What follows belongs to an exercise in optimizing a design on an open flow for small area; a production flow would make more cautious choices.
The RTL was checked by simulation tests, not by an equivalence proof against the original design.

## old
Design dresser_channel, start of the top module:
module dresser_channel (
    input  wire        clk,
    input  wire        rst,           
    input  wire        enable,
    input  wire [12:0] ratio,
    input  wire        invert,
    input  wire        bit_valid,
    input  wire        bit_in,
    input  wire        gain_we,
    input  wire        offset_we,
    input  wire [31:0] coef_wdata,
    input  wire        apply,
    input  wire [2:0]  flags_clr,
    output reg         result_valid,
    output wire [31:0] result_y,
    output wire [31:0] result_x,
    output reg  [2:0]  flags
);
    localparam [31:0] ONE = 32'h3F80_0000;
    reg [31:0] gain_stage, offset_stage;
    reg [31:0] gain_act, offset_act;
    always @(posedge clk) begin
        if (rst) begin
            gain_stage   <= ONE;
            offset_stage <= 32'd0;
            gain_act     <= ONE;
            offset_act   <= 32'd0;
        end else begin
            if (gain_we)
                gain_stage <= coef_wdata;
            if (offset_we)
                offset_stage <= coef_wdata;
            if (apply) begin
                gain_act   <= gain_stage;
                offset_act <= offset_stage;
            end
        end
    end
    wire        win_end, sat_now;
    wire [31:0] win_x;
    wire [36:0] cmb_c1, cmb_z2, cmb_z3, cmb_c2, cmb_c3;
    sinc3_decimator u_dec (
        .clk       (clk),
        .rst       (rst),
        .enable    (enable),
        .ratio     (ratio),
        .invert    (invert),
        .bit_valid (bit_valid),
        .bit_in    (bit_in),
        .win_end   (win_end),
        .win_x     (win_x),
        .sat_now   (sat_now),
        .cmb_c1    (cmb_c1),
        .cmb_z2    (cmb_z2),
        .cmb_z3    (cmb_z3),
        .cmb_c2    (cmb_c2),
        .cmb_c3    (cmb_c3)
    );
    wire fin, of, nx;
    f32_scaler u_scale (
        .clk    (clk),
        .rst    (rst),
        .start  (win_end),
        .x_in   (win_x),
        .gain   (gain_act),
        .offset (offset_act),
        .x_out  (result_x),
  ...
Size: about 4000 cells after synthesis, about 0.032 mm2 of cells after synthesis.
Settings: LEC_CHECK=0, ABC_AREA=1, CAP_MARGIN=20, CORE_MARGIN=2, CORE_UTILIZATION=40, CTS_CLUSTER_DIAMETER=50, CTS_CLUSTER_SIZE=32, SLEW_MARGIN=20; clock period 40.0 ns.
run.sh (not shown) runs the stock make flow with config.mk's settings and CLKGATE_MAP_FILE= SYNTH_SCRIPT=/design/flow/synth_recipe.tcl, a recipe that flattens the netlist after the stock synthesis.
old: flow completed, timing, DRC and antenna clean
Relative to old, the following input files were edited for new:
- CTS_CLUSTER_DIAMETER now 60, was 50
- CTS_CLUSTER_SIZE now 24, was 32
==> comparison <==
- From old to new the numbers moved as follows: number of global-route vias before repair went down about 0.8%; part of the cycle the worst path needs climbed 0.26 points; global routing met3 resource utilization roughly the same; per-instance average area after synthesis ~0 delta.


Another version of the RTL of dresser_channel (not shown whole).
Size: roughly 4,000 cells after synthesis.
Settings: LEC_CHECK=0, ABC_AREA=1, CAP_MARGIN=20, CORE_MARGIN=2, CORE_UTILIZATION=65, CTS_CLUSTER_DIAMETER=60, CTS_CLUSTER_SIZE=24, SLEW_MARGIN=20; clock period 40.0 ns.
Edit:
==> flow/flow/run.sh (new file) <==
#!/bin/bash
# The standard layout (the standard.sh, unchanged synthesis), with clock
# tree synthesis told not to add dummy loads: the same CTS arguments ORFS
# builds from CTS_CLUSTER_SIZE / CTS_CLUSTER_DIAMETER, plus
# -dont_use_dummy_load. Each tool's full output stays in ORFS's own logs
# (orfs/logs/...); make's output goes to flow.log here.
set -euo pipefail
bash standard.sh \
  CTS_ARGS="-sink_clustering_enable -repair_clock_nets -sink_clustering_size 16 -sink_clustering_max_diameter 60 -buf_list sky130_fd_sc_hd__clkbuf_8 -dont_use_dummy_load" \
  finish > flow.log 2>&1
==> flow/standard.sh (new file) <==
#!/bin/bash
# synth_recipe.tcl (not shown) runs the flow's synth.tcl, then flattens the netlist and writes it again
# the make line also repeats each setting of config.mk as NAME=value (left out here)
make -C /OpenROAD-flow-scripts/flow DESIGN_CONFIG=/design/flow/config.mk WORK_HOME=/design/flow/orfs CLKGATE_MAP_FILE= SYNTH_SCRIPT=/design/flow/synth_recipe.tcl "${@:-finish}"
- CTS_BUF_LIST: default -> sky130_fd_sc_hd__clkbuf_8
- CTS_CLUSTER_SIZE: 24 -> 16
removed: flow/run.sh
The changed run passed the timing, design-rule and antenna checks.
Cell count decreases by 0.56%.
Routed wire length falls by 2.5%.
Die area stays the same.
Cell area is lower by 2.3%.
Global-route usage came out lower by 1.3 points.
Clock skew climbs by 58 ps.
Hold slack improves by 11 ps.
Edit:
--- a/flow/flow/run.sh
+++ b/flow/flow/run.sh
@@ -8,3 +8,3 @@
 bash standard.sh \
-  CTS_ARGS="-sink_clustering_enable -repair_clock_nets -sink_clustering_size 16 -sink_clustering_max_diameter 60 -buf_list sky130_fd_sc_hd__clkbuf_8 -dont_use_dummy_load" \
+  CTS_ARGS="-sink_clustering_enable -repair_clock_nets -sink_clustering_size 24 -sink_clustering_max_diameter 60 -dont_use_dummy_load" \
   finish > flow.log 2>&1
- CORE_UTILIZATION: 65 -> 40
- CTS_BUF_LIST: sky130_fd_sc_hd__clkbuf_8 -> default
- CTS_CLUSTER_SIZE: 16 -> 24
After rerunning: Global-route usage falls by 17 points. Die area grows by well over a third. Worst setup slack is better by 790 ps. Via count shrinks by a few percent. Routed wire length shrinks by a few percent. Synthesized area is unchanged.
Edit:
==> flow/flow/run.sh (replaced) <==
#!/bin/bash
set -euo pipefail
bash standard.sh \
  CTS_ARGS="-sink_clustering_enable -repair_clock_nets -sink_clustering_size 20 -sink_clustering_max_diameter 60 -buf_list sky130_fd_sc_hd__clkbuf_8 -dont_use_dummy_load" \
  finish > flow.log 2>&1
- CORE_UTILIZATION: 40 -> 65
- CTS_BUF_LIST: default -> sky130_fd_sc_hd__clkbuf_8
- CTS_CLUSTER_SIZE: 24 -> 20
After rerunning: Register-to-register slack degrades by 940 ps; wire length climbs by about 2%; core utilization came out higher by 26 points.


the reference run:
dresser_channel again, from the RTL that the note above started with.
Settings: LEC_CHECK=0, ABC_AREA=1, CAP_MARGIN=20, CORE_MARGIN=2, CORE_UTILIZATION=65, CTS_BUF_LIST=sky130_fd_sc_hd__clkbuf_8, CTS_CLUSTER_DIAMETER=60, CTS_CLUSTER_SIZE=16, SLEW_MARGIN=20; clock period 40.0 ns.
Stock flow here: none of the scripts above is used.
Setup changes, the reference run to the trial run
# the reference run
export LEC_CHECK = 0
export ABC_AREA = 1
export CAP_MARGIN = 20
export CORE_MARGIN = 2
export CORE_UTILIZATION = 65
export CTS_BUF_LIST = sky130_fd_sc_hd__clkbuf_8
export CTS_CLUSTER_DIAMETER = 60
export CTS_CLUSTER_SIZE = 16
export SLEW_MARGIN = 20
create_clock -name core_clock -period 40.0 [get_ports {clk}]
# the trial run
export LEC_CHECK = 0
export ABC_AREA = 1
export CAP_MARGIN = 20
export CORE_MARGIN = 2
export CORE_UTILIZATION = 65
export SLEW_MARGIN = 20
create_clock -name core_clock -period 40.0 [get_ports {clk}]
--- outcome ---
Later-pin clock latency in the skew report: the reference run and the trial run compared, lower one is the trial run. As far as number of placed instances, taps included goes, the trial run and the reference run are indistinguishable; the numbers are identical. Number of filler instances in the final layout (lower): the trial run. Utilization after layout up 1.8 points in the trial run wrt the reference run. Lower layout-stage area growth over the synthesis result goes to the reference run over the trial run. [compare] base=the reference run new=the trial run: wire length now larger; final instance count without filler cells picked up an extra 0.37%.

## separate check: timing with driven ports
The results above use ideal ports. As a check the final layouts listed here were re-extracted and re-timed, cells and wires unchanged. Step 1 (the two cells are an assumption about what drives the block):
set clk [get_ports {clk}]
set_driving_cell -lib_cell sky130_fd_sc_hd__clkbuf_16 $clk
set_driving_cell -lib_cell sky130_fd_sc_hd__buf_2 [delete_from_list [all_inputs] $clk]
Step 2, shift: input delay + t, output delay - t, t = (earliest + latest rising clock arrival at the registers) / 2. This alone moves slack from input paths to output paths. Three values: no drivers, after step 1, after step 2; two values: the first two.
run	t, ns	setup slack, ns	hold WS [ns]
old	0.704	9.229 / 9.229 / 9.229	0.430 / 0.430 / 0.430
new	0.667	9.123 / 9.123 / 9.123	0.426 / 0.426 / 0.426
the first run of note 2	0.669	9.151 / 9.151 / 9.012	0.428 / 0.428 / 0.428
the second run of note 2	0.676	9.354 / 9.354 / 9.309	0.439 / 0.439 / 0.439
the third run of note 2	0.623	10.147 / 10.147 / 9.727	0.387 / 0.387 / 0.387
the fourth run of note 2	0.680	9.210 / 9.210 / 9.210	0.443 / 0.443 / 0.443
the reference run	0.718	9.329 / 9.329 / 9.329	0.440 / 0.440 / 0.440
the trial run	0.675	9.295 / 9.295 / 8.912	0.436 / 0.436 / 0.436
After both steps setup and hold are still met in every run listed. The setup slack of the third run of note 2, which loses most, moves by 0.000 ns with the drivers and by -0.420 ns with both steps.
